Background: an optimization exercise with open tools, aiming at small area and a short achievable clock period. Do not read the settings as production practice. Function was checked by simulation only, so behaviour that the tests miss may differ from the original. No activity file was given, so power comes from the tool's default toggle rates.

File: flow/run.sh
#!/bin/bash
# Standard ORFS layout (standard.sh) with timing repair aimed at a setup
# margin, small port buffers, larger clock-sink clusters and a lower
# placement density. ORFS writes each step's log under orfs/logs; make's own
# output goes to standard.log.
bash standard.sh \
  SETUP_SLACK_MARGIN=8.1 \
  PLACE_DENSITY=0.5 \
  "BUFFER_PORTS_ARGS=-buffer_cell sky130_fd_sc_hd__buf_1" \
  CTS_CLUSTER_SIZE=32 CTS_CLUSTER_DIAMETER=120 \
  finish > standard.log 2>&1
File: standard.sh
#!/bin/bash
# synth_recipe.tcl (not shown) runs the flow's synth.tcl, then flattens the netlist and writes it again
# the make line also repeats each setting of config.mk as NAME=value (left out here)
make -C /OpenROAD-flow-scripts/flow DESIGN_CONFIG=/design/flow/config.mk WORK_HOME=/design/flow/orfs CLKGATE_MAP_FILE= SYNTH_SCRIPT=/design/flow/synth_recipe.tcl "${@:-finish}"
File: config.mk
export PLATFORM = sky130hd
export DESIGN_NAME = jizin_rx
export DESIGN_NICKNAME = jizin_rx
export VERILOG_FILES = /design/flow/design.v
export SDC_FILE = /design/flow/constraint.sdc
export NUM_CORES = 4
export LEC_CHECK = 0
export CAP_MARGIN = 20
export CORE_MARGIN = 2
export CORE_UTILIZATION = 40
export SLEW_MARGIN = 20
File: constraint.sdc
create_clock -name core_clock -period 11.5 [get_ports {clk}]
set_input_delay 2.3000 -clock core_clock [delete_from_list [all_inputs] [get_ports {clk}]]
set_output_delay 2.3000 -clock core_clock [all_outputs]
set_load 0.01 [all_outputs]
File: design.v
module jizin_rx (
    input  wire        clk,
    input  wire        rst,
    input  wire        in_valid,
    input  wire [1:0]  in_hdr,
    input  wire [63:0] in_data,
    output reg         dat_valid,
    output wire [63:0] dat_data,
    output reg         frm_valid,
    output reg  [1:0]  frm_status,
    output reg         frm_crc_err,
    output wire [11:0] frm_seq,
    output wire [1:0]  frm_vc,
    output wire        frm_sot,
    output wire        frm_eot,
    output wire [7:0]  frm_len_m1,
    output reg         lc_valid,
    output wire [7:0]  lc_type,
    output wire [39:0] lc_fields,
    output reg         mk_valid,
    output reg         mk_stripe,
    output wire [7:0]  mk_lane,
    output wire [7:0]  mk_epoch,
    output wire [7:0]  mk_mask,
    output wire [11:0] next_rx,
    output reg  [15:0] blk_errs,
    output reg  [15:0] crc_errs,
    output reg  [15:0] frames_rx
);
    localparam [31:0] C_SOF = 32'hF0958FA1;    
    localparam [31:0] K_EOF = 32'h9ADD2096;    
    reg  [57:0]  scr;
    wire [121:0] ext = {in_data, scr};
    wire [63:0]  pay;
    genvar gi;
    generate
        for (gi = 0; gi < 64; gi = gi + 1) begin : g_ds
            assign pay[gi] = ext[58 + gi] ^ ext[19 + gi] ^ ext[gi];
        end
    endgenerate
    always @(posedge clk) begin
        if (rst)
            scr <= {58{1'b1}};
        else if (in_valid)
            scr <= in_data[63:6];
    end
    reg  [63:0] p1;
    reg  [47:0] p2;
    wire        in_frame_nx;
    wire       i_ok   = in_valid & ~rst;
    wire       i_data = (in_hdr == 2'b01);
    wire       i_ctrl = (in_hdr == 2'b10);
    wire [7:0] i_bt   = pay[7:0];
    wire       i_idle = (i_bt == 8'h1E);
    wire       i_mk   = (i_bt == 8'h2D) | (i_bt == 8'h33);
    wire       i_lc   = (i_bt == 8'h4B);
    wire       i_sof  = (i_bt == 8'h78);
    wire       i_eof  = (i_bt == 8'h87);
    reg  is_data, c_idle, c_sof, c_eof, c_lc, c_mk, c_err;
    always @(posedge clk) begin
        p1        <= pay;
        is_data   <= i_ok & i_data;
        c_idle    <= i_ok & i_ctrl & i_idle;
        c_sof     <= i_ok & i_ctrl & i_sof;
        c_eof     <= i_ok & i_ctrl & i_eof;
        c_lc      <= i_ok & i_ctrl & i_lc;
        c_mk      <= i_ok & i_ctrl & i_mk;
        c_err     <= i_ok & ~i_data & ~(i_ctrl & (i_idle | i_mk | i_lc | i_sof | i_eof));
        dat_valid <= i_ok & i_data & in_frame_nx;
        p2        <= p1[55:8];
    end
    assign dat_data = p1;
    wire [7:0] syn8;
    wire crc8_ok  = ~|syn8;
    wire blk_err  = c_err | ((c_lc | c_mk) & ~crc8_ok);
    reg         in_frame;
    reg         f_bad, f_rsvd;
    reg  [4:0]  f_rem;           
    reg         f_got;           
    reg         f_over;          
    reg  [2:0]  f_l3;            
    reg  [31:0] f_crc;
    reg         sof_d;
    reg  [23:0] f_hdr;           
    wire in_dat   = in_frame & is_data;
    wire brk      = in_frame & (c_idle | c_sof);
    wire close    = in_frame & c_eof;
    assign in_frame_nx = c_sof | (in_frame & ~(c_idle | c_eof));
    wire last     = ~f_got & (f_rem == 5'd0);
    wire       rem0     = (f_rem == 5'd0);
    wire [4:0] f_rem_nx = c_sof ? p1[31:27] : (in_dat & ~f_got & ~rem0) ? f_rem - 5'd1 : f_rem;
    wire       f_got_nx = ~c_sof & (f_got | (in_dat & rem0));
    wire [2:0] f_l3_nx  = c_sof ? p1[26:24] : f_l3;
    wire       last_nx  = ~f_got_nx & (f_rem_nx == 5'd0);
    reg  [7:0] m_r;                  
    reg  [3:0] psel;                 
    reg        inj;                  
    generate
        for (gi = 0; gi < 8; gi = gi + 1) begin : g_mr
            always @(posedge clk)
                m_r[gi] <= ~(i_ctrl & i_eof) & ((i_ctrl & i_sof) | ~last_nx | (gi <= f_l3_nx));
        end
        for (gi = 0; gi < 4; gi = gi + 1) begin : g_ps
            always @(posedge clk)
                psel[gi] <= i_ctrl & i_eof & (f_l3_nx[1:0] == (2'd3 - gi));
        end
    endgenerate
    always @(posedge clk)
        inj <= i_data & last_nx & ~f_l3_nx[2];
    wire [63:0] d_msk;
    wire [63:0] x_sh;
    generate
        for (gi = 0; gi < 8; gi = gi + 1) begin : g_dm
            assign d_msk[8*gi +: 8] = p1[8*gi +: 8] & {8{m_r[gi]}};
        end
    endgenerate
    assign x_sh = ({32'd0, f_crc}       & {64{psel[0]}})
                | ({24'd0, f_crc,  8'd0} & {64{psel[1]}})
                | ({16'd0, f_crc, 16'd0} & {64{psel[2]}})
                | ({ 8'd0, f_crc, 24'd0} & {64{psel[3]}});
    wire [63:0] crc_d = d_msk | x_sh;
    wire [31:0] crc_s = ({32{is_data}} & f_crc) | ({32{c_eof}} & p1[39:8]) | ({32{c_sof}} & C_SOF);
    wire [31:0] crc_q = crc_s ^ crc_d[31:0];
    wire [31:0] crc_a = crc_q & {32{~inj}};
    wire [31:0] crc_b = inj ? crc_q : crc_d[63:32];
    wire [31:0] crc_out;             
    wire mc_t0 = crc_a[3] ^ crc_a[13];
    wire mc_t1 = crc_a[4] ^ crc_b[7];
    wire mc_t2 = crc_a[11] ^ crc_a[12];
    wire mc_t3 = crc_a[5] ^ crc_b[0];
    wire mc_t4 = crc_a[6] ^ crc_a[16];
    wire mc_t5 = crc_a[7] ^ crc_b[4];
    wire mc_t6 = crc_a[8] ^ crc_b[5];
    wire mc_t7 = crc_a[9] ^ crc_b[6];
    wire mc_t8 = crc_a[10] ^ crc_b[24];
    wire mc_t9 = crc_a[19] ^ crc_b[2];
    wire mc_t10 = crc_a[27] ^ crc_b[22];
    wire mc_t11 = crc_a[30] ^ crc_b[23];
    wire mc_t12 = crc_b[15] ^ mc_t0;
    wire mc_t13 = crc_a[0] ^ crc_b[3];
    wire mc_t14 = crc_a[1] ^ crc_a[14];
    wire mc_t15 = crc_a[2] ^ crc_a[15];
    wire mc_t16 = crc_a[31] ^ crc_b[29];
    wire mc_t17 = crc_a[17] ^ crc_b[31];
    wire mc_t18 = crc_a[20] ^ crc_b[8];
    wire mc_t19 = crc_a[21] ^ crc_b[9];
    wire mc_t20 = crc_a[22] ^ crc_b[10];
    wire mc_t21 = crc_a[23] ^ crc_b[11];
    wire mc_t22 = crc_a[24] ^ crc_b[12];
    wire mc_t23 = crc_a[25] ^ crc_b[13];
    wire mc_t24 = crc_a[26] ^ crc_b[14];
    wire mc_t25 = crc_b[16] ^ crc_b[28];
    wire mc_t26 = crc_b[17] ^ mc_t3;
    wire mc_t27 = crc_b[18] ^ crc_b[25];
    wire mc_t28 = crc_b[19] ^ crc_b[27];
    wire mc_t29 = crc_b[1] ^ crc_b[26];
    wire mc_t30 = crc_b[30] ^ mc_t5;
    wire mc_t31 = mc_t2 ^ mc_t19;
    wire mc_t32 = crc_a[13] ^ mc_t1;
    wire mc_t33 = crc_a[18] ^ crc_a[29];
    wire mc_t34 = crc_a[28] ^ mc_t24;
    wire mc_t35 = crc_b[20] ^ mc_t9;
    wire mc_t36 = crc_b[31] ^ mc_t6;
    wire mc_t37 = mc_t10 ^ mc_t26;
    wire mc_t38 = mc_t11 ^ mc_t25;
    wire mc_t39 = crc_a[5] ^ mc_t18;
    wire mc_t40 = crc_a[12] ^ mc_t21;
    wire mc_t41 = crc_a[15] ^ mc_t4;
    wire mc_t42 = crc_b[3] ^ mc_t7;
    wire mc_t43 = crc_b[21] ^ mc_t8;
    wire mc_t44 = crc_a[3] ^ crc_a[11];
    wire mc_t45 = crc_a[8] ^ crc_b[30];
    wire mc_t46 = crc_a[9] ^ mc_t17;
    wire mc_t47 = crc_a[16] ^ crc_a[25];
    wire mc_t48 = crc_a[19] ^ mc_t1;
    wire mc_t49 = crc_a[21] ^ mc_t22;
    wire mc_t50 = crc_a[22] ^ mc_t23;
    wire mc_t51 = crc_a[24] ^ mc_t16;
    wire mc_t52 = crc_a[28] ^ crc_b[2];
    wire mc_t53 = crc_b[0] ^ mc_t14;
    wire mc_t54 = crc_b[1] ^ mc_t15;
    wire mc_t55 = crc_b[7] ^ crc_b[26];
    wire mc_t56 = crc_b[28] ^ mc_t13;
    wire mc_t57 = crc_b[29] ^ mc_t20;
    wire mc_t58 = mc_t36 ^ mc_t37;
    wire mc_t59 = crc_a[1] ^ mc_t31;
    wire mc_t60 = crc_a[2] ^ crc_a[10];
    wire mc_t61 = crc_a[4] ^ crc_a[23];
    wire mc_t62 = crc_a[6] ^ mc_t14;
    wire mc_t63 = crc_a[7] ^ crc_b[12];
    wire mc_t64 = crc_a[14] ^ mc_t27;
    wire mc_t65 = crc_a[17] ^ crc_b[5];
    wire mc_t66 = crc_a[18] ^ crc_b[6];
    wire mc_t67 = crc_a[20] ^ mc_t40;
    wire mc_t68 = crc_a[26] ^ mc_t33;
    wire mc_t69 = crc_a[29] ^ mc_t10;
    wire mc_t70 = crc_a[31] ^ crc_b[20];
    wire mc_t71 = crc_b[2] ^ mc_t55;
    wire mc_t72 = crc_b[4] ^ mc_t4;
    wire mc_t73 = crc_b[9] ^ mc_t29;
    wire mc_t74 = crc_b[13] ^ crc_b[22];
    wire mc_t75 = crc_b[14] ^ mc_t2;
    wire mc_t76 = crc_b[15] ^ mc_t58;
    wire mc_t77 = crc_b[17] ^ crc_b[27];
    wire mc_t78 = crc_b[19] ^ mc_t13;
    wire mc_t79 = crc_b[21] ^ mc_t4;
    wire mc_t80 = crc_b[24] ^ mc_t12;
    wire mc_t81 = crc_b[25] ^ mc_t7;
    wire mc_t82 = crc_b[25] ^ mc_t22;
    wire mc_t83 = mc_t8 ^ mc_t48;
    wire mc_t84 = mc_t12 ^ mc_t27;
    wire mc_t85 = mc_t15 ^ mc_t35;
    wire mc_t86 = mc_t16 ^ mc_t43;
    wire mc_t87 = mc_t28 ^ mc_t32;
    wire mc_t88 = crc_a[0] ^ mc_t6;
    wire mc_t89 = crc_a[0] ^ mc_t87;
    wire mc_t90 = crc_a[2] ^ mc_t32;
    wire mc_t91 = crc_a[4] ^ crc_b[11];
    wire mc_t92 = crc_a[6] ^ crc_b[30];
    wire mc_t93 = crc_a[7] ^ crc_b[23];
    wire mc_t94 = crc_a[8] ^ crc_b[10];
    wire mc_t95 = crc_a[9] ^ mc_t38;
    wire mc_t96 = crc_a[11] ^ crc_a[30];
    wire mc_t97 = crc_a[12] ^ mc_t17;
    wire mc_t98 = crc_a[17] ^ mc_t35;
    wire mc_t99 = crc_a[18] ^ mc_t30;
    wire mc_t100 = crc_a[18] ^ mc_t77;
    wire mc_t101 = crc_a[19] ^ mc_t67;
    wire mc_t102 = crc_a[20] ^ mc_t45;
    wire mc_t103 = crc_a[28] ^ mc_t50;
    wire mc_t104 = crc_a[29] ^ mc_t34;
    wire mc_t105 = crc_a[31] ^ crc_b[7];
    wire mc_t106 = crc_b[0] ^ mc_t46;
    wire mc_t107 = crc_b[3] ^ crc_b[8];
    wire mc_t108 = crc_b[5] ^ crc_b[18];
    wire mc_t109 = crc_b[6] ^ mc_t6;
    wire mc_t110 = crc_b[8] ^ crc_b[11];
    wire mc_t111 = crc_b[9] ^ mc_t38;
    wire mc_t112 = crc_b[16] ^ mc_t29;
    wire mc_t113 = crc_b[20] ^ mc_t47;
    wire mc_t114 = crc_b[21] ^ mc_t31;
    wire mc_t115 = crc_b[22] ^ mc_t3;
    wire mc_t116 = crc_b[23] ^ mc_t34;
    wire mc_t117 = crc_b[24] ^ mc_t0;
    wire mc_t118 = crc_b[26] ^ mc_t49;
    wire mc_t119 = crc_b[27] ^ mc_t15;
    wire mc_t120 = crc_b[28] ^ mc_t42;
    wire mc_t121 = mc_t0 ^ mc_t70;
    wire mc_t122 = mc_t1 ^ mc_t52;
    wire mc_t123 = mc_t2 ^ mc_t23;
    wire mc_t124 = mc_t5 ^ mc_t62;
    wire mc_t125 = mc_t8 ^ mc_t39;
    wire mc_t126 = mc_t9 ^ mc_t20;
    wire mc_t127 = mc_t9 ^ mc_t105;
    wire mc_t128 = mc_t11 ^ mc_t18;
    wire mc_t129 = mc_t12 ^ mc_t28;
    wire mc_t130 = mc_t13 ^ mc_t54;
    wire mc_t131 = mc_t14 ^ mc_t30;
    wire mc_t132 = mc_t21 ^ mc_t66;
    wire mc_t133 = mc_t23 ^ mc_t37;
    wire mc_t134 = mc_t25 ^ mc_t42;
    wire mc_t135 = mc_t26 ^ mc_t86;
    wire mc_t136 = mc_t31 ^ mc_t39;
    wire mc_t137 = mc_t33 ^ mc_t56;
    wire mc_t138 = mc_t41 ^ mc_t73;
    wire mc_t139 = mc_t44 ^ mc_t53;
    wire mc_t140 = mc_t50 ^ mc_t82;
    wire mc_t141 = mc_t51 ^ mc_t79;
    wire mc_t142 = mc_t56 ^ mc_t118;
    wire mc_t143 = mc_t57 ^ mc_t81;
    wire mc_t144 = mc_t59 ^ mc_t102;
    wire mc_t145 = mc_t60 ^ mc_t74;
    wire mc_t146 = mc_t63 ^ mc_t85;
    wire mc_t147 = mc_t80 ^ mc_t141;
    wire mc_t148 = mc_t88 ^ mc_t125;
    wire mc_u0 = crc_a[10] ^ mc_t1;
    wire mc_u1 = mc_t10 ^ mc_t112;
    wire mc_u2 = mc_t128 ^ mc_t42;
    wire mc_u3 = mc_t72 ^ mc_u0;
    wire mc_u4 = mc_t139 ^ mc_t98;
    wire mc_u5 = mc_u1 ^ mc_u2;
    wire mc_u6 = mc_u3 ^ mc_u4;
    assign crc_out[0] = mc_u5 ^ mc_u6;
    wire mc_u7 = crc_a[31] ^ crc_b[23];
    wire mc_u8 = mc_t5 ^ mc_t65;
    wire mc_u9 = mc_u7 ^ mc_t100;
    wire mc_u10 = mc_t122 ^ mc_t43;
    wire mc_u11 = mc_u8 ^ mc_t130;
    wire mc_u12 = mc_t136 ^ mc_u10;
    wire mc_u13 = mc_u9 ^ mc_u11;
    assign crc_out[1] = mc_u12 ^ mc_u13;
    wire mc_u14 = crc_b[8] ^ mc_t27;
    wire mc_u15 = mc_t109 ^ mc_t115;
    wire mc_u16 = mc_t117 ^ mc_t126;
    wire mc_u17 = mc_t72 ^ mc_u14;
    wire mc_u18 = mc_t137 ^ mc_t59;
    wire mc_u19 = mc_u15 ^ mc_u16;
    wire mc_u20 = mc_u17 ^ mc_u18;
    assign crc_out[2] = mc_u19 ^ mc_u20;
    wire mc_u21 = mc_t11 ^ mc_t65;
    wire mc_u22 = mc_t73 ^ mc_t78;
    wire mc_u23 = mc_u21 ^ mc_t124;
    wire mc_u24 = mc_t143 ^ mc_t90;
    wire mc_u25 = mc_u22 ^ mc_t101;
    wire mc_u26 = mc_u23 ^ mc_u24;
    assign crc_out[3] = mc_u25 ^ mc_u26;
    wire mc_u27 = crc_b[10] ^ mc_t119;
    wire mc_u28 = mc_t121 ^ mc_t132;
    wire mc_u29 = mc_t49 ^ mc_t71;
    wire mc_u30 = mc_t131 ^ mc_u27;
    wire mc_u31 = mc_u28 ^ mc_u29;
    wire mc_u32 = mc_t148 ^ mc_u30;
    assign crc_out[4] = mc_u31 ^ mc_u32;
    wire mc_u33 = mc_t110 ^ mc_t19;
    wire mc_u34 = mc_t119 ^ mc_t36;
    wire mc_u35 = mc_t48 ^ mc_t79;
    wire mc_u36 = mc_u33 ^ mc_t120;
    wire mc_u37 = mc_t139 ^ mc_t140;
    wire mc_u38 = mc_u34 ^ mc_u35;
    wire mc_u39 = mc_u36 ^ mc_u37;
    assign crc_out[5] = mc_u38 ^ mc_u39;
    wire mc_u40 = crc_a[23] ^ crc_a[27];
    wire mc_u41 = crc_b[3] ^ mc_t24;
    wire mc_u42 = mc_t3 ^ mc_u40;
    wire mc_u43 = mc_t123 ^ mc_t57;
    wire mc_u44 = mc_t62 ^ mc_u41;
    wire mc_u45 = mc_u42 ^ mc_t111;
    wire mc_u46 = mc_u43 ^ mc_u44;
    wire mc_u47 = mc_t146 ^ mc_u45;
    assign crc_out[6] = mc_u46 ^ mc_u47;
    wire mc_u48 = crc_a[27] ^ crc_b[13];
    wire mc_u49 = crc_b[17] ^ mc_t94;
    wire mc_u50 = mc_u48 ^ mc_t30;
    wire mc_u51 = mc_t34 ^ mc_u49;
    wire mc_u52 = mc_t130 ^ mc_t67;
    wire mc_u53 = mc_u50 ^ mc_u51;
    wire mc_u54 = mc_t147 ^ mc_u52;
    assign crc_out[7] = mc_u53 ^ mc_u54;
    wire mc_u55 = crc_b[14] ^ crc_b[16];
    wire mc_u56 = mc_t47 ^ mc_t52;
    wire mc_u57 = mc_t6 ^ mc_t91;
    wire mc_u58 = mc_u55 ^ mc_t30;
    wire mc_u59 = mc_t46 ^ mc_t49;
    wire mc_u60 = mc_t53 ^ mc_t69;
    wire mc_u61 = mc_u56 ^ mc_u57;
    wire mc_u62 = mc_t84 ^ mc_u58;
    wire mc_u63 = mc_u59 ^ mc_u60;
    wire mc_u64 = mc_u61 ^ mc_u62;
    assign crc_out[8] = mc_u63 ^ mc_u64;
    wire mc_u65 = crc_a[1] ^ crc_b[12];
    wire mc_u66 = crc_b[19] ^ crc_b[7];
    wire mc_u67 = mc_t18 ^ mc_t44;
    wire mc_u68 = mc_u65 ^ mc_u66;
    wire mc_u69 = mc_t68 ^ mc_t72;
    wire mc_u70 = mc_u67 ^ mc_u68;
    wire mc_u71 = mc_t103 ^ mc_t85;
    wire mc_u72 = mc_u69 ^ mc_u70;
    wire mc_u73 = mc_u71 ^ mc_u72;
    assign crc_out[9] = mc_t76 ^ mc_u73;
    wire mc_u74 = crc_a[23] ^ mc_t108;
    wire mc_u75 = mc_t5 ^ mc_t145;
    wire mc_u76 = mc_t53 ^ mc_t71;
    wire mc_u77 = mc_u74 ^ mc_t104;
    wire mc_u78 = mc_t114 ^ mc_u75;
    wire mc_u79 = mc_u76 ^ mc_u77;
    assign crc_out[10] = mc_u78 ^ mc_u79;
    wire mc_u80 = crc_a[24] ^ mc_t107;
    wire mc_u81 = mc_t11 ^ mc_t20;
    wire mc_u82 = mc_t109 ^ mc_t54;
    wire mc_u83 = mc_t69 ^ mc_t75;
    wire mc_u84 = mc_u80 ^ mc_u81;
    wire mc_u85 = mc_t129 ^ mc_u82;
    wire mc_u86 = mc_u83 ^ mc_u84;
    assign crc_out[11] = mc_u85 ^ mc_u86;
    wire mc_u87 = crc_a[14] ^ crc_b[4];
    wire mc_u88 = mc_t47 ^ mc_t7;
    wire mc_u89 = mc_t70 ^ mc_u87;
    wire mc_u90 = mc_t122 ^ mc_t40;
    wire mc_u91 = mc_u88 ^ mc_u89;
    wire mc_u92 = mc_t111 ^ mc_t80;
    wire mc_u93 = mc_u90 ^ mc_u91;
    assign crc_out[12] = mc_u92 ^ mc_u93;
    wire mc_u94 = crc_a[14] ^ crc_a[15];
    wire mc_u95 = crc_a[26] ^ crc_a[29];
    wire mc_u96 = crc_b[10] ^ crc_b[16];
    wire mc_u97 = mc_t107 ^ mc_t65;
    wire mc_u98 = mc_u94 ^ mc_u95;
    wire mc_u99 = mc_u96 ^ mc_t32;
    wire mc_u100 = mc_t82 ^ mc_u97;
    wire mc_u101 = mc_u98 ^ mc_u100;
    wire mc_u102 = mc_u99 ^ mc_t135;
    assign crc_out[13] = mc_u101 ^ mc_u102;
    wire mc_u103 = crc_b[30] ^ crc_b[4];
    wire mc_u104 = mc_t110 ^ mc_t66;
    wire mc_u105 = mc_t96 ^ mc_u103;
    wire mc_u106 = mc_t64 ^ mc_u104;
    wire mc_u107 = mc_u105 ^ mc_t138;
    wire mc_u108 = mc_u106 ^ mc_t133;
    assign crc_out[14] = mc_u107 ^ mc_u108;
    wire mc_u109 = crc_b[10] ^ mc_t108;
    wire mc_u110 = mc_t28 ^ mc_t63;
    wire mc_u111 = mc_t127 ^ mc_t97;
    wire mc_u112 = mc_u109 ^ mc_u110;
    wire mc_u113 = mc_t116 ^ mc_t138;
    wire mc_u114 = mc_u111 ^ mc_u112;
    assign crc_out[15] = mc_u113 ^ mc_u114;
    wire mc_u115 = crc_a[11] ^ crc_b[11];
    wire mc_u116 = mc_t29 ^ mc_t33;
    wire mc_u117 = mc_t74 ^ mc_t94;
    wire mc_u118 = mc_u115 ^ mc_u116;
    wire mc_u119 = mc_u117 ^ mc_t124;
    wire mc_u120 = mc_t129 ^ mc_t83;
    wire mc_u121 = mc_t95 ^ mc_u118;
    wire mc_u122 = mc_u119 ^ mc_u120;
    assign crc_out[16] = mc_u121 ^ mc_u122;
    wire mc_u123 = crc_a[14] ^ crc_b[25];
    wire mc_u124 = mc_t16 ^ mc_t77;
    wire mc_u125 = mc_t91 ^ mc_u123;
    wire mc_u126 = mc_t75 ^ mc_u124;
    wire mc_u127 = mc_u125 ^ mc_t95;
    wire mc_u128 = mc_u126 ^ mc_t146;
    wire mc_u129 = mc_t148 ^ mc_u127;
    assign crc_out[17] = mc_u128 ^ mc_u129;
    wire mc_u130 = crc_b[12] ^ crc_b[13];
    wire mc_u131 = crc_b[26] ^ mc_u130;
    wire mc_u132 = mc_t41 ^ mc_u131;
    wire mc_u133 = mc_t120 ^ mc_t84;
    wire mc_u134 = mc_u132 ^ mc_t135;
    wire mc_u135 = mc_t144 ^ mc_u133;
    assign crc_out[18] = mc_u134 ^ mc_u135;
    wire mc_u136 = crc_a[21] ^ mc_t4;
    wire mc_u137 = mc_t112 ^ mc_t145;
    wire mc_u138 = mc_t30 ^ mc_t57;
    wire mc_u139 = mc_t64 ^ mc_t75;
    wire mc_u140 = mc_u136 ^ mc_t106;
    wire mc_u141 = mc_u137 ^ mc_u138;
    wire mc_u142 = mc_u139 ^ mc_t89;
    wire mc_u143 = mc_u140 ^ mc_u141;
    assign crc_out[19] = mc_u142 ^ mc_u143;
    wire mc_u144 = crc_a[22] ^ crc_a[30];
    wire mc_u145 = crc_b[14] ^ mc_u144;
    wire mc_u146 = mc_t41 ^ mc_u145;
    wire mc_u147 = mc_t134 ^ mc_t87;
    wire mc_u148 = mc_t99 ^ mc_u146;
    wire mc_u149 = mc_t101 ^ mc_u147;
    wire mc_u150 = mc_u148 ^ mc_t76;
    assign crc_out[20] = mc_u149 ^ mc_u150;
    wire mc_u151 = crc_a[1] ^ crc_a[7];
    wire mc_u152 = crc_b[18] ^ mc_t16;
    wire mc_u153 = mc_t52 ^ mc_t61;
    wire mc_u154 = mc_t96 ^ mc_u151;
    wire mc_u155 = mc_t12 ^ mc_u152;
    wire mc_u156 = mc_u153 ^ mc_u154;
    wire mc_u157 = mc_u155 ^ mc_u156;
    wire mc_u158 = mc_t142 ^ mc_t58;
    assign crc_out[21] = mc_u157 ^ mc_u158;
    wire mc_u159 = crc_a[16] ^ crc_a[30];
    wire mc_u160 = crc_a[3] ^ crc_b[18];
    wire mc_u161 = mc_t2 ^ mc_t28;
    wire mc_u162 = mc_t45 ^ mc_t55;
    wire mc_u163 = mc_t60 ^ mc_u159;
    wire mc_u164 = mc_u160 ^ mc_t39;
    wire mc_u165 = mc_t51 ^ mc_t69;
    wire mc_u166 = mc_u161 ^ mc_u162;
    wire mc_u167 = mc_u163 ^ mc_t103;
    wire mc_u168 = mc_t98 ^ mc_u164;
    wire mc_u169 = mc_u165 ^ mc_u166;
    wire mc_u170 = mc_u167 ^ mc_u168;
    assign crc_out[22] = mc_u169 ^ mc_u170;
    wire mc_u171 = crc_a[25] ^ mc_t28;
    wire mc_u172 = mc_t61 ^ mc_t92;
    wire mc_u173 = mc_t121 ^ mc_t128;
    wire mc_u174 = mc_t34 ^ mc_u171;
    wire mc_u175 = mc_u172 ^ mc_t106;
    wire mc_u176 = mc_t114 ^ mc_t137;
    wire mc_u177 = mc_u173 ^ mc_u174;
    wire mc_u178 = mc_u175 ^ mc_u176;
    assign crc_out[23] = mc_u177 ^ mc_u178;
    wire mc_u179 = mc_t17 ^ mc_t20;
    wire mc_u180 = mc_t93 ^ mc_t68;
    wire mc_u181 = mc_t71 ^ mc_u179;
    wire mc_u182 = mc_t134 ^ mc_t136;
    wire mc_u183 = mc_u180 ^ mc_u181;
    wire mc_u184 = mc_t147 ^ mc_u182;
    assign crc_out[24] = mc_u183 ^ mc_u184;
    wire mc_u185 = crc_b[2] ^ mc_t21;
    wire mc_u186 = mc_t29 ^ mc_t93;
    wire mc_u187 = mc_t100 ^ mc_t113;
    wire mc_u188 = mc_t117 ^ mc_u185;
    wire mc_u189 = mc_u186 ^ mc_t143;
    wire mc_u190 = mc_u187 ^ mc_u188;
    wire mc_u191 = mc_t144 ^ mc_u189;
    assign crc_out[25] = mc_u190 ^ mc_u191;
    wire mc_u192 = crc_a[26] ^ crc_b[27];
    wire mc_u193 = mc_t45 ^ mc_u192;
    wire mc_u194 = mc_t126 ^ mc_t40;
    wire mc_u195 = mc_t43 ^ mc_t46;
    wire mc_u196 = mc_t64 ^ mc_u193;
    wire mc_u197 = mc_t90 ^ mc_u194;
    wire mc_u198 = mc_u195 ^ mc_u196;
    wire mc_u199 = mc_t142 ^ mc_u197;
    assign crc_out[26] = mc_u198 ^ mc_u199;
    wire mc_u200 = crc_b[1] ^ crc_b[29];
    wire mc_u201 = mc_t17 ^ mc_t3;
    wire mc_u202 = mc_u200 ^ mc_t132;
    wire mc_u203 = mc_t35 ^ mc_t38;
    wire mc_u204 = mc_t41 ^ mc_u201;
    wire mc_u205 = mc_t140 ^ mc_u202;
    wire mc_u206 = mc_u203 ^ mc_u204;
    wire mc_u207 = mc_t89 ^ mc_u205;
    assign crc_out[27] = mc_u206 ^ mc_u207;
    wire mc_u208 = mc_t22 ^ mc_t24;
    wire mc_u209 = mc_t44 ^ mc_t61;
    wire mc_u210 = mc_t7 ^ mc_t38;
    wire mc_u211 = mc_u208 ^ mc_u209;
    wire mc_u212 = mc_t86 ^ mc_t99;
    wire mc_u213 = mc_u210 ^ mc_u211;
    wire mc_u214 = mc_t133 ^ mc_u212;
    assign crc_out[28] = mc_u213 ^ mc_u214;
    wire mc_u215 = crc_b[1] ^ mc_t27;
    wire mc_u216 = mc_t92 ^ mc_t123;
    wire mc_u217 = mc_t51 ^ mc_u215;
    wire mc_u218 = mc_t116 ^ mc_t83;
    wire mc_u219 = mc_u216 ^ mc_u217;
    wire mc_u220 = mc_u218 ^ mc_u219;
    assign crc_out[29] = mc_t76 ^ mc_u220;
    wire mc_u221 = crc_a[30] ^ crc_a[5];
    wire mc_u222 = crc_b[22] ^ mc_u221;
    wire mc_u223 = mc_t113 ^ mc_t78;
    wire mc_u224 = mc_t97 ^ mc_u222;
    wire mc_u225 = mc_t104 ^ mc_t131;
    wire mc_u226 = mc_t83 ^ mc_t84;
    wire mc_u227 = mc_u223 ^ mc_u224;
    wire mc_u228 = mc_u225 ^ mc_u226;
    assign crc_out[30] = mc_u227 ^ mc_u228;
    wire mc_u229 = crc_a[10] ^ crc_a[16];
    wire mc_u230 = crc_b[21] ^ mc_u229;
    wire mc_u231 = mc_t115 ^ mc_t12;
    wire mc_u232 = mc_t127 ^ mc_t36;
    wire mc_u233 = mc_t54 ^ mc_t68;
    wire mc_u234 = mc_t78 ^ mc_t81;
    wire mc_u235 = mc_u230 ^ mc_u231;
    wire mc_u236 = mc_u232 ^ mc_u233;
    wire mc_u237 = mc_u234 ^ mc_u235;
    assign crc_out[31] = mc_u236 ^ mc_u237;
    wire c8_t0 = p1[11] ^ p1[18];
    wire c8_t1 = p1[12] ^ p1[23];
    wire c8_t2 = p1[13] ^ p1[30];
    wire c8_t3 = p1[14] ^ p1[28];
    wire c8_t4 = p1[15] ^ p1[29];
    wire c8_t5 = p1[32] ^ p1[34];
    wire c8_t6 = p1[33] ^ p1[44];
    wire c8_t7 = p1[45] ^ p1[47];
    wire c8_t8 = p1[46] ^ c8_t2;
    wire c8_t9 = p1[8] ^ c8_t5;
    wire c8_t10 = p1[9] ^ c8_t6;
    wire c8_t11 = p1[10] ^ c8_t7;
    wire c8_t12 = p1[16] ^ c8_t3;
    wire c8_t13 = p1[17] ^ p1[54];
    wire c8_t14 = p1[19] ^ c8_t8;
    wire c8_t15 = p1[22] ^ c8_t4;
    wire c8_t16 = p1[24] ^ c8_t1;
    wire c8_t17 = p1[39] ^ c8_t0;
    wire c8_t18 = p1[20] ^ p1[27];
    wire c8_t19 = p1[21] ^ p1[25];
    wire c8_t20 = p1[26] ^ p1[35];
    wire c8_t21 = p1[31] ^ p1[40];
    wire c8_t22 = p1[36] ^ p1[38];
    wire c8_t23 = p1[37] ^ p1[48];
    wire c8_t24 = p1[41] ^ p1[43];
    wire c8_t25 = p1[42] ^ p1[50];
    wire c8_t26 = p1[49] ^ c8_t16;
    wire c8_t27 = p1[51] ^ p1[52];
    wire c8_t28 = p1[53] ^ c8_t11;
    wire c8_t29 = p1[54] ^ c8_t17;
    wire c8_t30 = p1[55] ^ c8_t9;
    wire c8_t31 = c8_t10 ^ c8_t12;
    wire c8_t32 = c8_t13 ^ c8_t15;
    wire c8_t33 = c8_t14 ^ c8_t21;
    wire c8_t34 = c8_t18 ^ c8_t27;
    wire c8_t35 = c8_t23 ^ c8_t29;
    wire c8_u0 = p1[23] ^ p1[28];
    wire c8_u1 = p1[35] ^ p1[44];
    wire c8_u2 = p1[56] ^ c8_u0;
    wire c8_u3 = c8_u1 ^ c8_u2;
    wire c8_u4 = c8_t30 ^ c8_u3;
    wire c8_u5 = c8_t33 ^ c8_t35;
    assign syn8[0] = c8_u4 ^ c8_u5;
    wire c8_u6 = p1[20] ^ p1[29];
    wire c8_u7 = p1[41] ^ p1[57];
    wire c8_u8 = c8_t22 ^ c8_t5;
    wire c8_u9 = c8_t7 ^ c8_u6;
    wire c8_u10 = c8_u7 ^ c8_t8;
    wire c8_u11 = c8_u8 ^ c8_u9;
    wire c8_u12 = c8_t26 ^ c8_t31;
    wire c8_u13 = c8_u10 ^ c8_u11;
    wire c8_u14 = c8_t35 ^ c8_u12;
    assign syn8[1] = c8_u13 ^ c8_u14;
    wire c8_u15 = p1[38] ^ p1[40];
    wire c8_u16 = p1[48] ^ p1[58];
    wire c8_u17 = c8_t0 ^ c8_t13;
    wire c8_u18 = c8_t19 ^ c8_t25;
    wire c8_u19 = c8_t3 ^ c8_t4;
    wire c8_u20 = c8_t6 ^ c8_u15;
    wire c8_u21 = c8_u16 ^ c8_t11;
    wire c8_u22 = c8_u17 ^ c8_u18;
    wire c8_u23 = c8_u19 ^ c8_u20;
    wire c8_u24 = c8_t26 ^ c8_u21;
    wire c8_u25 = c8_u22 ^ c8_u23;
    assign syn8[2] = c8_u24 ^ c8_u25;
    wire c8_u26 = p1[12] ^ p1[25];
    wire c8_u27 = p1[26] ^ p1[45];
    wire c8_u28 = p1[49] ^ p1[50];
    wire c8_u29 = p1[51] ^ p1[59];
    wire c8_u30 = c8_t24 ^ c8_u26;
    wire c8_u31 = c8_u27 ^ c8_u28;
    wire c8_u32 = c8_u29 ^ c8_t15;
    wire c8_u33 = c8_t17 ^ c8_u30;
    wire c8_u34 = c8_u31 ^ c8_t14;
    wire c8_u35 = c8_t30 ^ c8_u32;
    wire c8_u36 = c8_u33 ^ c8_u34;
    assign syn8[3] = c8_u35 ^ c8_u36;
    wire c8_u37 = p1[14] ^ p1[47];
    wire c8_u38 = p1[60] ^ c8_t20;
    wire c8_u39 = c8_t25 ^ c8_u37;
    wire c8_u40 = c8_t10 ^ c8_t16;
    wire c8_u41 = c8_t34 ^ c8_u38;
    wire c8_u42 = c8_u39 ^ c8_u40;
    wire c8_u43 = c8_u41 ^ c8_t33;
    assign syn8[4] = c8_u42 ^ c8_u43;
    wire c8_u44 = p1[13] ^ p1[15];
    wire c8_u45 = p1[31] ^ p1[36];
    wire c8_u46 = p1[61] ^ c8_t19;
    wire c8_u47 = c8_t24 ^ c8_u44;
    wire c8_u48 = c8_u45 ^ c8_t12;
    wire c8_u49 = c8_t34 ^ c8_t9;
    wire c8_u50 = c8_u46 ^ c8_u47;
    wire c8_u51 = c8_t28 ^ c8_u48;
    wire c8_u52 = c8_u49 ^ c8_u50;
    assign syn8[5] = c8_u51 ^ c8_u52;
    wire c8_u53 = p1[11] ^ p1[21];
    wire c8_u54 = p1[32] ^ p1[37];
    wire c8_u55 = p1[42] ^ p1[46];
    wire c8_u56 = p1[52] ^ p1[53];
    wire c8_u57 = p1[62] ^ c8_t20;
    wire c8_u58 = c8_u53 ^ c8_u54;
    wire c8_u59 = c8_u55 ^ c8_u56;
    wire c8_u60 = c8_u57 ^ c8_u58;
    wire c8_u61 = c8_u59 ^ c8_t31;
    wire c8_u62 = c8_t32 ^ c8_u60;
    assign syn8[6] = c8_u61 ^ c8_u62;
    wire c8_u63 = p1[18] ^ p1[27];
    wire c8_u64 = p1[30] ^ p1[33];
    wire c8_u65 = p1[34] ^ p1[43];
    wire c8_u66 = p1[55] ^ p1[63];
    wire c8_u67 = c8_t1 ^ c8_t22;
    wire c8_u68 = c8_u63 ^ c8_u64;
    wire c8_u69 = c8_u65 ^ c8_u66;
    wire c8_u70 = c8_u67 ^ c8_u68;
    wire c8_u71 = c8_u69 ^ c8_t28;
    wire c8_u72 = c8_t32 ^ c8_u70;
    assign syn8[7] = c8_u71 ^ c8_u72;
    wire ld_crc  = c_sof | close | (in_dat & ~f_got);
    always @(posedge clk) begin
        if (rst)
            in_frame <= 1'b0;
        else
            in_frame <= in_frame_nx;
        sof_d <= c_sof;
        if (sof_d)
            f_hdr <= p2[23:0];
        if (ld_crc)
            f_crc <= crc_out;
        if (c_sof) begin
            f_bad  <= 1'b0;
            f_rsvd <= |p1[63:32];
            f_over <= 1'b0;
        end else begin
            if (in_frame & blk_err)
                f_bad <= 1'b1;
            if (in_dat & f_got)
                f_over <= 1'b1;
        end
        f_rem <= f_rem_nx;
        f_got <= f_got_nx;
        f_l3  <= f_l3_nx;
    end
    assign frm_seq    = f_hdr[11:0];
    assign frm_vc     = f_hdr[13:12];
    assign frm_sot    = f_hdr[14];
    assign frm_eot    = f_hdr[15];
    assign frm_len_m1 = f_hdr[23:16];
    always @(posedge clk) begin
        lc_valid  <= ~rst & c_lc & crc8_ok;
        mk_valid  <= ~rst & c_mk & crc8_ok;
        mk_stripe <= p1[1];
    end
    assign lc_type   = p2[7:0];
    assign lc_fields = p2[47:8];
    assign mk_lane   = p2[7:0];
    assign mk_epoch  = p2[15:8];
    assign mk_mask   = p2[23:16];
    reg chk;
    reg be_d;
    wire        count_ok = f_got & ~f_over;
    wire        crc_fail = count_ok & (f_crc != K_EOF);
    wire        bad      = f_bad | f_rsvd | ~count_ok | crc_fail;
    wire [11:0] sq       = frames_rx[11:0] + ~f_hdr[11:0];    
    wire        seq_eq   = &sq;
    wire        seq_dup  = ~|sq[11:8];
    always @(posedge clk) begin
        chk  <= ~rst & close;
        be_d <= ~rst & blk_err;
        frm_valid   <= ~rst & (brk | chk);
        frm_status  <= (brk | bad) ? 2'd2 : seq_eq ? 2'd0 : seq_dup ? 2'd1 : 2'd3;
        frm_crc_err <= ~brk & crc_fail;
        if (rst) begin
            blk_errs  <= 16'd0;
            crc_errs  <= 16'd0;
            frames_rx <= 16'd0;
        end else begin
            blk_errs  <= blk_errs + {15'd0, be_d};
            crc_errs  <= crc_errs + {15'd0, frm_valid & frm_crc_err};
            frames_rx <= frames_rx + {15'd0, frm_valid & (frm_status == 2'd0)};
        end
    end
    assign next_rx = frames_rx[11:0];
endmodule
==> results of run 1 <==
==> worst max-delay path: cells and delay by family, from the launching register on <==
family	cells	cell delay [ns]
xor gates and xnor gates	6	1.26
and+or+nand+nor	1	0.23
DFF	1	0.53
muxes	1	0.38
AOI/OAI and AO/OA	2	0.77
==> stage by stage <==
stage,hold slack (ns),cell area [sq um]
floorplan,0.392,20200
global placement,0.418,21600
detailed placement,0.423,21600
CTS,0.428,24000
global route,0.426,25400
finish,0.432,25400
==> cell type report <==
class                           count  area [sq um]  area share, %
Multi-Input combinational cell   1513         13200           52.0
Sequential cell                   318          7310           28.8
Timing Repair Buffer              522          3410           13.4
Tap cell                          672           841           3.32
Clock buffer                       21           408           1.61
Inverter                           40           154          0.607
Clock inverter                      3          41.3          0.163
==> cell usage in the layout (no fill, tap or decap), drive strengths merged, types with 10 or more instances in the layout <==
master	netlist	final
a222oi	32	32
o21ai	56	56
xor2	157	157
nand2b	10	10
a21o	10	10
mux2i	19	19
xnor2	551	551
a22oi	25	25
nor3	12	12
buf	84	458
nor2b	69	69
ha	19	19
inv	39	40
and3	20	20
dfxtp	261	261
edfxtp	57	57
a22o	14	14
nor4	10	10
nand2	84	84
nand3	31	31
a21oi	51	51
clkbuf	47	85
a221oi	26	26
nand4	15	15
a211o	62	62
nor2	116	116
==> worst max path at each step <==
stage,end,startpoint,depth (start not counted)
finish,f_crc[6],f_crc[13],10
global route,f_crc[27],inj,11
CTS,f_crc[19],p1[31],13
detailed placement,m_r[7],in_data[3],9
global placement,m_r[6],in_data[4],10
floorplan,m_r[6],in_data[4],9
==> registers in the layout (all words and copies together) (netlist names), 16 cells and up <==
signal,cells
blk_errs,16
crc_errs,16
f_crc,32
f_hdr,24
frames_rx,16
p1,64
p2,48
scr,58
==> logic make-up (layout without fill, tap and decap cells) <==
logic type,after synthesis,in the layout
buffers and inverters,171,586
AOI/OAI and AO/OA,332,332
adders and majority gates,20,20
DFF,318,318
muxes,25,25
xor gates and xnor gates,718,718
and+or+nand+nor,418,418
==> metal layers <==
layer,track usage [%],vias up,share of wire (%),wire length (microns)
met4,9.44,0,3.6,2910
met2,46.1,891,45,35700
met3,4.49,149,8.4,6690
met5,0,-,0,0
li1,-,7629,-,-
met1,41.3,8392,43,34500
==> report_power, final <==
group | leakage (nW) | total, mW | switching [mW] | internal (mW)
logic | 6.92 | 4.63 | 2.44 | 2.19
registers | 2.73 | 1.53 | 0.0925 | 1.43
clock network | 0.219 | 0.640 | 0.380 | 0.260
==> what timing repair did <==
action	in CTS	in global routing
setup buffers	111	81
cloned	0	1
endpoints found under the setup margin	201	162
pin swaps	31	47
resized for setup	356	180
==> reports/metrics.yaml, run 1 <==
status: "timing/DRC/antenna clean"
grt_max_degree: 109
drtIter0Drc: 2039
synth_most_common_cell: "xnor2_1"
grt_setup_unrepaired: "yes"
numCtsBuffers: 14
final-hold-violation-count: 0
fin_setup_tns_ns: 0
critPathKind: "register to register"
clock_latency_ns: 0.53
ys_warn_count: 1
grt_pass1_wl_mm: 113
via_per_inst: 5.52
rr_startpoint: "f_crc[13]"
p_per_area_mw_per_mm2: 268
r2r_cells: 10
cts_sinks: 318
cts.root.buffer_cell: "clkbuf_16"
power_mw: 6.80
worstReg2RegEnd: "f_crc[6]"
setup_viol: 0
core.rowCount: 82
critPathMaxFanout: 6
ys_seq_elements: 318
timing.final.crit_share_pct: 30.0
instances_no_fill: 3089
antennaDiodeCount: 0
vias: 17061
dr.pass1.iters: 8
synth_top_area_cell: "dfxtp_1"
path_cells: "a222oi_1 > xnor2_4 > nand2b_4 > o21ai_2 > mux2_4 > xor2_4 > xnor2_2 > xnor2_1 > xnor2_1 > xnor2_1"
synthXorXnorAreaFrac_pct: 33.9
syn_inst: 2002
worst_slew_pin_slew_ns: 1.06
reg2reg_slack_ns: 8.05
worst_slack_ns: 8.05
start_util_pct: 40.3
syn_area_sq_mm: 0.0201
slew_violations: 0
yosys.cell_types.count: 92
skew_ns: 0.0150
cpMaxStageDelayCell: "a222oi_1"
wirelength_mm: 79.8
utilization_pct: 50.8
finalNetCount: 2498
die_y_microns: 228
maxCapViolations: 0
end_kind: "register"
min_to: "frm_valid"
synth-edff-count: 57
hold_buffers: 0
slowest_delay_ns: 0.71
max_freq_mhz: 290
grt_overflow_total: 0
synthMuxAreaShare_pct: 1.74
worst_path_most_repeated_cell: "xnor2_1"
peakVddDrop_uv: 153
cp.arrival_ns: 3.73
place_hpwl_mm: 57.1
clk_pin_slew_ns: 0.12
port_buffers: 296
areaGrowthSynthToFinish_pct: 26.2
synth_area_leaders: "dfxtp_1 26%, xnor2_1 23%, edfxtp_1 8.5%"
drive_above_1_share_pct: 30.2
drt.antenna.violating_nets: 0
ys_seq_area_share_pct: 34.5
grt_pass1_vias: 15780
cts_buffer_depth: 3
fillers: 4672
cp.required_ns: 11.78
dieArea_sq_mm: 0.0520
antenna_found_initial: 2
leakage_nw: 9.87
slew-limit-headroom_pct: 29.5
syn_area_per_cell_sq_um: 10.0
core_area_sq_mm: 0.0499
ys.flop_type: "dfxtp_1"
routedWlPerCell_microns: 25.8
gp_congestion: 0.981
synth_top_area_share_pct: 26.0
pre_cts_slack_ns: 7.40
startpoint_type: "register"
io_pins: 297
cts_tree: "done"
synthAdderAreaFrac_pct: 1.28
ys_async_sr_fraction_pct: 0
syn_nets: 2091
min_from: "chk"
grt_use_total_pct: 29.3
fin_crit_ns: 3.45
synth_commonest_cells: "523 x xnor2_1, 261 x dfxtp_1, 145 x xor2_1"
holdPathStages: 2
die_w_microns: 228
synth_top_family_by_area: "XOR/XNOR gates"
drc: 0
synth-simple-area-share_pct: 10.8
dp.cells: 2871
synth-compound-area-share_pct: 13.4
cts-htree-levels: 1
hp-class: "register to register"
==> run 2: changes to the inputs <==
--- a/flow/run.sh
+++ b/flow/run.sh
@@ -5,7 +5,7 @@
 # output goes to standard.log.
 bash standard.sh \
-  SETUP_SLACK_MARGIN=8.1 \
+  SETUP_SLACK_MARGIN=7.8 \
   PLACE_DENSITY=0.5 \
   "BUFFER_PORTS_ARGS=-buffer_cell sky130_fd_sc_hd__buf_1" \
-  CTS_CLUSTER_SIZE=32 CTS_CLUSTER_DIAMETER=120 \
+  CTS_CLUSTER_SIZE=28 CTS_CLUSTER_DIAMETER=100 \
   finish > standard.log 2>&1
==> run 2 against run 1 <==
Effect of this change:
- largest cell class unchanged
- count of clock-buffer cells in the layout increased by 2
- still clean
- highest routed layer unchanged
- critical path depth shrank 1
- critical path type unchanged
- clock skew grew 0.014 ns
- largest power group unchanged
- clock power rose by 7.3%
==> reports/metrics.yaml, run 2 <==
fin_setup_tns_ns: 0  # unchanged
regMostFlops: "p1"  # unchanged
syn_area_sq_mm: 0.0201  # unchanged
ys_async_sr_fraction_pct: 0  # unchanged
rr_startpoint: "f_crc[26]"  # was f_crc[13]
status: "timing/DRC/antenna clean"  # unchanged
syn_nets: 2091  # unchanged
grt_pass1_vias: 15365  # was 15780
critPathKind: "register to register"  # unchanged
final_cell_mix: "510 x xnor2_1, 291 x buf_1, 226 x dfxtp_1, 139 x xor2_1, 110 x nor2_1"  # was 475 x xnor2_1, 202 x buf_4, 147 x buf_1, 130 x xor2_1, 128 x dfxtp_1
worstReg2RegEnd: "f_crc[0]"  # was f_crc[6]
grt_setup_unrepaired: "no"  # was yes
start_util_pct: 40.3  # unchanged
die_w_microns: 228  # unchanged
setup_viol: 0  # unchanged
antenna_found_initial: 2  # unchanged
hold_buffers: 0  # unchanged
cts-htree-levels: 1  # unchanged
worst_path_most_repeated_cell: "xnor2_1"  # unchanged
areaGrowthSynthToFinish_pct: 12.8  # was 26.2%
min_to: "frm_valid"  # unchanged
yosys.cell_types.count: 92  # unchanged
startpoint_type: "register"  # unchanged
grt_pass1_wl_mm: 108  # was 113 mm
drt.antenna.violating_nets: 0  # unchanged
cts.root.buffer_cell: "clkbuf_16"  # unchanged
synth-edff-count: 57  # unchanged
synth_area_leaders: "dfxtp_1 26%, xnor2_1 23%, edfxtp_1 8.5%"  # unchanged
dr.pass1.iters: 9  # was 8
hp-class: "register to register"  # unchanged
ys_seq_elements: 318  # unchanged
slew_violations: 0  # unchanged
timing.final.crit_share_pct: 32.5  # was 30.0%
core.rowCount: 82  # unchanged
peakVddDrop_uv: 132  # was 153 uV
fin_crit_ns: 3.74  # was 3.45 ns
reg2reg_slack_ns: 7.76  # was 8.05 ns
gp_congestion: 1.00  # was 0.981
io_pins: 297  # unchanged
skew_ns: 0.0294  # was 0.0150 ns
cpMaxStageDelayCell: "edfxtp_1"  # was a222oi_1
largest_reg_flops: 64  # unchanged
clock_latency_ns: 0.55  # was 0.53 ns
grt_use_total_pct: 28.1  # was 29.3%
finalNetCount: 2336  # was 2498
numCtsBuffers: 16  # was 14
ys_warn_count: 1  # unchanged
grt_max_degree: 111  # was 109
routedWlPerCell_microns: 25.9  # was 25.8 microns
drive_above_1_share_pct: 11.2  # was 30.2%
via_per_inst: 5.52  # about the same
min_from: "chk"  # unchanged
critPathTopFamily: "XOR/XNOR gates"  # unchanged
vias: 16159  # was 17061
biggestRegsByFlops: "p1 (64), scr (58), p2 (48)"  # unchanged
cp.arrival_ns: 4.00  # was 3.73 ns
syn_area_per_cell_sq_um: 10.0  # unchanged
layout_commonest_cell: "xnor2_1"  # unchanged
dieArea_sq_mm: 0.0520  # unchanged
ys.flop_type: "dfxtp_1"  # unchanged
holdPathStages: 2  # unchanged
drc: 0  # unchanged
synth_top_area_cell: "dfxtp_1"  # unchanged
wirelength_mm: 75.9  # was 79.8 mm
final-hold-violation-count: 0  # unchanged
ys_seq_area_share_pct: 34.5  # unchanged
synth_top_area_share_pct: 26.0  # unchanged
synth_most_common_cell: "xnor2_1"  # unchanged
worst_slew_pin_slew_ns: 1.07  # was 1.06 ns
path_cells: "a222oi_1 > nand2_1 > xnor2_4 > a21o_2 > xnor2_4 > xor2_1 > xnor2_1 > xnor2_1 > xnor2_1"  # was a222oi_1 > xnor2_4 > nand2b_4 > o21ai_2 > mux2_4 > xor2_4 > xnor2_2 > xnor2_1 > xnor2_1 > xnor2_1
cp.required_ns: 11.76  # was 11.78 ns
max_freq_mhz: 268  # was 290 MHz
cts_sinks: 318  # unchanged
drtIter0Drc: 1978  # was 2039
core_area_sq_mm: 0.0499  # unchanged
cts_tree: "done"  # unchanged
p_per_area_mw_per_mm2: 286  # was 268 mW/mm^2
clk_pin_slew_ns: 0.11  # was 0.12 ns
synth_commonest_cells: "523 x xnor2_1, 261 x dfxtp_1, 145 x xor2_1"  # unchanged
slew-limit-headroom_pct: 28.7  # was 29.5%
die_y_microns: 228  # unchanged
maxCapViolations: 0  # unchanged
path_buf_inv: 0  # unchanged
port_buffers: 296  # unchanged
critPathMaxFanout: 6  # unchanged
syn_inst: 2002  # unchanged
grt_overflow_total: 0  # unchanged
utilization_pct: 45.4  # was 50.8%
r2r_cells: 9  # was 10
end_kind: "register"  # unchanged
slowest_delay_ns: 0.57  # was 0.71 ns
leakage_nw: 8.16  # was 9.87 nW
place_hpwl_mm: 57.2  # was 57.1 mm
power_mw: 6.48  # was 6.80 mW
cts_buffer_depth: 3  # unchanged
run 2: cell counts after synthesis:
Identical to the previous run, type by type.
run 2: stage by stage:
stage	area [sq um]	setup WS, ns	hold slack (ns)	instances
3_5_place_dp	21600	7.16	0.419	2874
2_1_floorplan	20100	7.88	0.392	2002
6_report	22700	7.76	0.436	2929
4_1_cts	22400	7.80	0.435	2909
5_1_grt	22700	7.79	0.458	2928
3_3_place_gp	21600	7.23	0.423	2872
run 2: timing repair:
item,4_1_cts,5_1_grt
gates resized for setup,49,26
setup buffers,8,19
setup endpoints to repair,54,31
pin swaps,4,8
gates cloned,0,0
run 2: report_power, final:
part,total [mW],switching [mW],internal [mW]
clock,0.687,0.400,0.287
combinational,4.18,2.30,1.89
sequential,1.60,0.180,1.42
run 2: worst reg2reg max path, delay by kind of cell (launching register included):
kind	cells	cell delay [ns]
compound gates	2	0.82
xor+xnor	6	1.89
flops	1	0.57
simple gates	1	0.19
run 2: cell type report:
cell class / instances / area, sq um
Antenna cell: 1 / 2.50
Clock buffer: 23 / 448
Clock inverter: 4 / 53.8
Fill cell: 4869 / 27200
Inverter: 40 / 150
Multi-Input combinational cell: 1513 / 12500
Sequential cell: 318 / 6990
Tap cell: 672 / 841
Timing Repair Buffer: 358 / 1670
run 2: how the worst max path moves through the flow:
stage	cells after the start	slack, ns	end	start
floorplan	7	7.88	m_r[6]	in_data[1]
global placement	9	7.23	m_r[6]	in_data[3]
detailed placement	9	7.16	m_r[6]	in_data[3]
CTS	11	7.80	f_crc[0]	is_data
global route	11	7.79	f_crc[20]	c_sof
finish	9	7.76	f_crc[0]	f_crc[26]
run 2: metal layers:
metal	part of all wire [%]	vias to the layer above	GRT usage [%]
met5	0	-	0
met4	3.4	0	8.11
met3	8.3	137	4.66
met2	44	809	44.4
met1	44	7918	39.3
li1	-	7295	-
run 2: kinds of logic (layout without fill, tap and decap cells):
| family | Yosys count | after routing | synth area share (%) |
|---|---|---|---|
| xor+xnor | 718 | 718 | 33.9 |
| mux | 25 | 25 | 1.74 |
| buf+inv | 171 | 425 | 4.39 |
| flops | 318 | 318 | 34.5 |
| simple gates | 418 | 418 | 10.8 |
| compound gates | 332 | 332 | 13.4 |
| other cells | 0 | 1 | 0 |
| fa+ha+maj | 20 | 20 | 1.28 |
==> run 3: changes to the inputs <==
==> flow/run.sh (replaced) <==
#!/bin/bash
# Standard ORFS layout (standard.sh) with timing repair aimed at a setup
# margin, small port buffers, larger clock-sink clusters and a smaller die.
# ORFS writes each step's log under orfs/logs; make's own output goes to
# standard.log.
bash standard.sh \
  SETUP_SLACK_MARGIN=8.1 \
  CORE_UTILIZATION=50 PLACE_DENSITY=0.58 \
  "BUFFER_PORTS_ARGS=-buffer_cell sky130_fd_sc_hd__buf_1" \
  CTS_CLUSTER_SIZE=30 CTS_CLUSTER_DIAMETER=100 \
  finish > standard.log 2>&1
==> run 3 against run 2 <==
Effect of this change:
- core utilization grew 18 points
- maximum frequency is 8.1% higher
- synthesized cell count is the same
- register-to-register slack improved by 0.28 ns
- largest cell class unchanged
==> reports/metrics.yaml, run 3 <==
path_cells: "a22o_1 > a221oi_4 > xor2_4 > o21ai_0 > a221oi_2 > xnor2_1 > xnor3_1 > xnor2_1 > xnor2_1"  # was a222oi_1 > nand2_1 > xnor2_4 > a21o_2 > xnor2_4 > xor2_1 > xnor2_1 > xnor2_1 > xnor2_1
die_y_microns: 204  # was 228 microns
clk_pin_slew_ns: 0.11  # about the same
synth_top_family_by_area: "XOR/XNOR gates"  # unchanged
startpoint_type: "register"  # unchanged
syn_nets: 2091  # unchanged
synthXorXnorAreaFrac_pct: 33.9  # unchanged
place_hpwl_mm: 54.1  # was 57.2 mm
synth-edff-count: 57  # unchanged
status: "timing/DRC/antenna clean"  # unchanged
timing.final.crit_share_pct: 30.0  # was 32.5%
cp.arrival_ns: 3.75  # was 4.00 ns
synthMuxAreaShare_pct: 1.74  # unchanged
worst_slew_pin_slew_ns: 0.832  # was 1.07 ns
wirelength_mm: 76.6  # was 75.9 mm
final_cell_mix: "475 x xnor2_1, 183 x buf_4, 164 x buf_1, 145 x dfxtp_1, 132 x xor2_1"  # was 510 x xnor2_1, 291 x buf_1, 226 x dfxtp_1, 139 x xor2_1, 110 x nor2_1
fillers: 3393  # was 4869
multiInputGateArea_sq_mm: 0.0132  # was 0.0125 sq mm
antenna_found_initial: 2  # unchanged
end_kind: "register"  # unchanged
cts_buffer_depth: 3  # unchanged
synthAdderAreaFrac_pct: 1.28  # unchanged
power_mw: 6.85  # was 6.48 mW
biggestRegsByFlops: "p1 (64), scr (58), p2 (48)"  # unchanged
numCtsBuffers: 15  # was 16
dr.pass1.iters: 10  # was 9
gp_congestion: 1.03  # was 1.00
p_per_area_mw_per_mm2: 273  # was 286 mW/mm^2
synth_commonest_cells: "523 x xnor2_1, 261 x dfxtp_1, 145 x xor2_1"  # unchanged
cpMaxStageDelayCell: "edfxtp_1"  # unchanged
setup_viol: 0  # unchanged
grt_max_degree: 100  # was 111
yosys.cell_types.count: 92  # unchanged
max_freq_mhz: 289  # was 268 MHz
slew-limit-headroom_pct: 44.5  # was 28.7%
maxCapViolations: 0  # unchanged
vias: 17069  # was 16159
synth_most_common_cell: "xnor2_1"  # unchanged
hold_buffers: 0  # unchanged
grt_pass1_wl_mm: 108  # about the same
drtIter0Drc: 2390  # was 1978
grt_use_total_pct: 35.5  # was 28.1%
critPathTopFamily: "XOR/XNOR gates"  # unchanged
worst_path_most_repeated_cell: "xnor2_1"  # unchanged
port_buffers: 296  # unchanged
synth-simple-area-share_pct: 10.8  # unchanged
grt_setup_unrepaired: "yes"  # was no
ys.flop_type: "dfxtp_1"  # unchanged
hp-class: "register to register"  # unchanged
clock_latency_ns: 0.54  # was 0.55 ns
synth_area_leaders: "dfxtp_1 26%, xnor2_1 23%, edfxtp_1 8.5%"  # unchanged
regMostFlops: "p1"  # unchanged
cts_tree: "done"  # unchanged
grt_pass1_vias: 15751  # was 15365
dieArea_sq_mm: 0.0418  # was 0.0520 sq mm
syn_inst: 2002  # unchanged
die_w_microns: 204  # was 228 microns
slew_violations: 0  # unchanged
ys_async_sr_fraction_pct: 0  # unchanged
fin_crit_ns: 3.46  # was 3.74 ns
cts-htree-levels: 1  # unchanged
synth_top_area_cell: "dfxtp_1"  # unchanged
drc: 0  # unchanged
ys_seq_area_share_pct: 34.5  # unchanged
largest_reg_flops: 64  # unchanged
routedWlPerCell_microns: 26.2  # was 25.9 microns
fin_area_sq_mm: 0.0250  # was 0.0227 sq mm
path_buf_inv: 0  # unchanged
areaGrowthSynthToFinish_pct: 24.7  # was 12.8%
drive_above_1_share_pct: 28.1  # was 11.2%
slowest_delay_ns: 0.58  # was 0.57 ns
fin_setup_tns_ns: 0  # unchanged
leakage_nw: 9.73  # was 8.16 nW
drt.antenna.violating_nets: 0  # unchanged
critPathMaxFanout: 8  # was 6
grt_overflow_total: 0  # unchanged
skew_ns: 0.0224  # was 0.0294 ns
via_per_inst: 5.84  # was 5.52
cts_sinks: 318  # unchanged
regArea_sq_mm: 0.00728  # was 0.00699 sq mm
syn_area_sq_mm: 0.0201  # unchanged
start_util_pct: 50.6  # was 40.3%
io_pins: 297  # unchanged
dpl_cell_area_sq_mm: 0.0214  # was 0.0216 sq mm
cp.required_ns: 11.80  # was 11.76 ns
cts.root.buffer_cell: "clkbuf_16"  # unchanged
ys_seq_elements: 318  # unchanged
syn_area_per_cell_sq_um: 10.0  # unchanged
peakVddDrop_uv: 234  # was 132 uV
core.rowCount: 73  # was 82
synth_top_area_share_pct: 26.0  # unchanged
finalNetCount: 2480  # was 2336
final-hold-violation-count: 0  # unchanged
ys_warn_count: 1  # unchanged
antennaDiodeCount: 0  # was 1
core_area_sq_mm: 0.0397  # was 0.0499 sq mm
holdWs_ns: 0.433  # was 0.436 ns
critPathKind: "register to register"  # unchanged
layout_commonest_cell: "xnor2_1"  # unchanged
synth-compound-area-share_pct: 13.4  # unchanged
## run 3: changes by cell type in the layout (fill, tap and decap cells not counted), sizes merged
cell      before  now
inv           42   40
diode          1    0
bufinv         0    1
clkbuf        27   77
clkinvlp       0    1
buf          354  447
## run 3: power breakdown
group / switching, mW / internal [mW]
Combinational: 2.44 / 2.19
Sequential: 0.0933 / 1.43
Clock: 0.386 / 0.309
Total: 2.92 / 3.93
## run 3: final timing paths
kind / from / depth (start not counted) / endpoint / slack, ns
min reg2reg: p1[53] / 0 / p2[45] / 0.43
max reg2reg: f_crc[19] / 9 / f_crc[29] / 8.04
min: p1[53] / 0 / p2[45] / 0.43
max: f_crc[19] / 9 / f_crc[29] / 8.04
## run 3: area by class of cell
cell class | instances | area share [%]
inverter | 40 | 0.615
multi-input combinational | 1513 | 52.9
timing repair buffer | 503 | 12.7
clock buffer | 21 | 1.80
sequential | 318 | 29.1
tap | 525 | 2.62
clock inverter | 4 | 0.310
## run 3: logic make-up after synthesis
kind of cell    Yosys count
flops                   318
simple gates            418
xor+xnor                718
buf+inv                 171
fa+ha+maj                20
mux                      25
compound gates          332
## run 3: timing repair
item	4_1_cts	5_1_grt
hold endpoints to repair	0	0
pin swaps	15	56
endpoints found under the setup margin	184	168
buffers inserted	92	90
gates resized for setup	326	164
## run 3: routing by layer
metal / wire, microns / track usage (%) / share of wire, %
met2: 33200 / 54.6 / 43
met1: 32100 / 49.6 / 42
met5: 0 / 0 / 0
met3: 8100 / 7.11 / 11
met4: 3200 / 12.3 / 4.2
## run 3: per-stage QoR
| step | setup WS [ns] | instances | utilization, % |
|---|---|---|---|
| after floorplan | 7.92 | 2002 | - |
| after global placement | 7.38 | 2715 | 53.9 |
| after detailed placement | 7.38 | 2716 | 53.9 |
| after CTS | 7.96 | 2833 | 59.3 |
| after global routing | 7.99 | 2924 | 63.0 |
| final | 8.04 | 2924 | 63.0 |
==> run 4: changes to the inputs <==
--- a/flow/run.sh
+++ b/flow/run.sh
@@ -5,5 +5,5 @@
 # standard.log.
 bash standard.sh \
-  SETUP_SLACK_MARGIN=8.1 \
+  SETUP_SLACK_MARGIN=7.8 \
   CORE_UTILIZATION=50 PLACE_DENSITY=0.58 \
   "BUFFER_PORTS_ARGS=-buffer_cell sky130_fd_sc_hd__buf_1" \
==> run 4 against run 3 <==
Effect of this change:
- cell count down 5.0%
- first-iteration DRC count down 7.1%
- critical endpoint is now dat_data[63]
- synthesized cell count unchanged
- core utilization down 6.5 points
- critical path type is now register to output pin
- register-to-register slack worse by 0.20 ns
- highest routed layer unchanged
- critical path depth down 8
- still clean
==> reports/metrics.yaml, run 4 <==
status: "timing/DRC/antenna clean"  # unchanged
synth_commonest_cells: "523 x xnor2_1, 261 x dfxtp_1, 145 x xor2_1"  # unchanged
worst_slack_ns: 7.80  # was 8.04 ns
core.rowCount: 73  # unchanged
fin_crit_ns: 3.70  # was 3.46 ns
io_pins: 297  # unchanged
dieArea_sq_mm: 0.0418  # unchanged
die_w_microns: 204  # unchanged
critPathKind: "register to output pin"  # was register to register
port_buffers: 296  # unchanged
cts_sinks: 318  # unchanged
slew_violations: 0  # unchanged
clock_latency_ns: 0.53  # was 0.54 ns
grt_use_total_pct: 33.6  # was 35.5%
cts_tree: "done"  # unchanged
dr.pass1.iters: 9  # was 10
core_area_sq_mm: 0.0397  # unchanged
grtUsageMet2_pct: 51.3  # was 54.6%
critPathTopFamily: "flip-flops"  # was XOR/XNOR gates
areaGrowthSynthToFinish_pct: 11.9  # was 24.7%
utilization_pct: 56.6  # was 63.0%
instances_no_fill: 2778  # was 2924
use_met3_pct: 6.43  # was 7.11%
path_cells: "buf_1"  # was a22o_1 > a221oi_4 > xor2_4 > o21ai_0 > a221oi_2 > xnor2_1 > xnor3_1 > xnor2_1 > xnor2_1
synth_top_area_cell: "dfxtp_1"  # unchanged
largest_reg_flops: 64  # unchanged
ys_seq_area_share_pct: 34.5  # unchanged
drive_above_1_share_pct: 10.7  # was 28.1%
reg2reg_slack_ns: 7.84  # was 8.04 ns
vias: 16217  # was 17069
multiInputGateArea_sq_mm: 0.0125  # was 0.0132 sq mm
syn_area_per_cell_sq_um: 10.0  # unchanged
grt_max_degree: 119  # was 100
layout_commonest_cell: "xnor2_1"  # unchanged
drc: 0  # unchanged
p_per_area_mw_per_mm2: 283  # was 273 mW/mm^2
syn_area_sq_mm: 0.0201  # unchanged
dp.cells: 2716  # unchanged
biggestRegsByFlops: "p1 (64), scr (58), p2 (48)"  # unchanged
numCtsBuffers: 15  # unchanged
cts_buffer_depth: 3  # unchanged
fin_area_sq_mm: 0.0225  # was 0.0250 sq mm
antenna_found_initial: 4  # was 2
place_hpwl_mm: 54.2  # was 54.1 mm
clk_pin_slew_ns: 0.12  # was 0.11 ns
grt_pass1_wl_mm: 103  # was 108 mm
critPathMaxFanout: 5  # was 8
cp.arrival_ns: 1.40  # was 3.75 ns
yosys.cell_types.count: 92  # unchanged
==> run 4: cell counts after synthesis <==
Identical to the previous run, type by type.
==> run 4: logic make-up (layout without fill, tap and decap cells) <==
| logic type | count (synthesis) | count (layout) | synth area share [%] |
|---|---|---|---|
| xor gates and xnor gates | 718 | 718 | 33.9 |
| and+or+nand+nor | 418 | 418 | 10.8 |
| AOI/OAI and AO/OA | 332 | 332 | 13.4 |
| DFF | 318 | 318 | 34.5 |
| buffers and inverters | 171 | 422 | 4.39 |
| muxes | 25 | 25 | 1.74 |
| adders and majority gates | 20 | 20 | 1.28 |
==> run 4: layout make-up <==
cell class	instances	share of cell area, %
Multi-Input combinational cell	1513	55.8
Sequential cell	318	31.0
Clock buffer	21	1.82
Timing Repair Buffer	358	7.49
Clock inverter	3	0.245
Inverter	40	0.668
Tap cell	525	2.92
==> run 4: where the power goes <==
| part | leakage (nW) | internal, mW | total [mW] | switching (mW) |
|---|---|---|---|---|
| Combinational | 5.26 | 1.90 | 4.11 | 2.21 |
| Clock | 0.220 | 0.261 | 0.641 | 0.380 |
| Sequential | 2.68 | 1.42 | 1.60 | 0.175 |
| Total | 8.16 | 3.59 | 6.35 | 2.77 |
==> run 4: metrics by stage <==
step           hold slack [ns]  total power [mW]
6_report                 0.442              6.35
5_1_grt                  0.466              6.61
4_1_cts                  0.451              6.21
3_5_place_dp             0.431              5.52
3_3_place_gp             0.421              5.49
2_1_floorplan            0.392              4.55
==> run 4: final timing paths <==
path             start           end
max reg2reg  f_crc[22]      f_crc[2]
min                chk     frm_valid
min reg2reg        chk     frm_valid
max             p1[63]  dat_data[63]
==> run 4: repair_timing <==
| item | 4_1_cts | 5_1_grt |
|---|---|---|
| gates resized for setup | 37 | 35 |
| buffers inserted | 15 | 22 |
| setup endpoints to repair | 52 | 37 |
| pin swaps | 7 | 8 |
==> run 4: layer usage <==
metal / share of wire (%) / vias up
li1: - / 7301
met1: 43 / 7887
met2: 43 / 876
met3: 10 / 153
met4: 3.5 / 0
met5: 0 / -
==> run 4: worst register-to-register path: stages, from the launching register on <==
cell,delay (ns)
edfxtp_1,0.57
a22o_1,0.28
or3_4,0.41
nand2_1,0.41
xnor2_1,0.24
o21ai_2,0.36
xnor2_1,0.14
xnor2_1,0.34
xnor3_1,0.50
xnor2_1,0.14

Check on run 4: ideal ports give 7.800 ns setup slack; a clkbuf_16 on the clock port and buf_2 on the inputs give 7.742 ns; moving port delays by the midpoint clock arrival (0.572 ns) as well gives 7.436 ns.
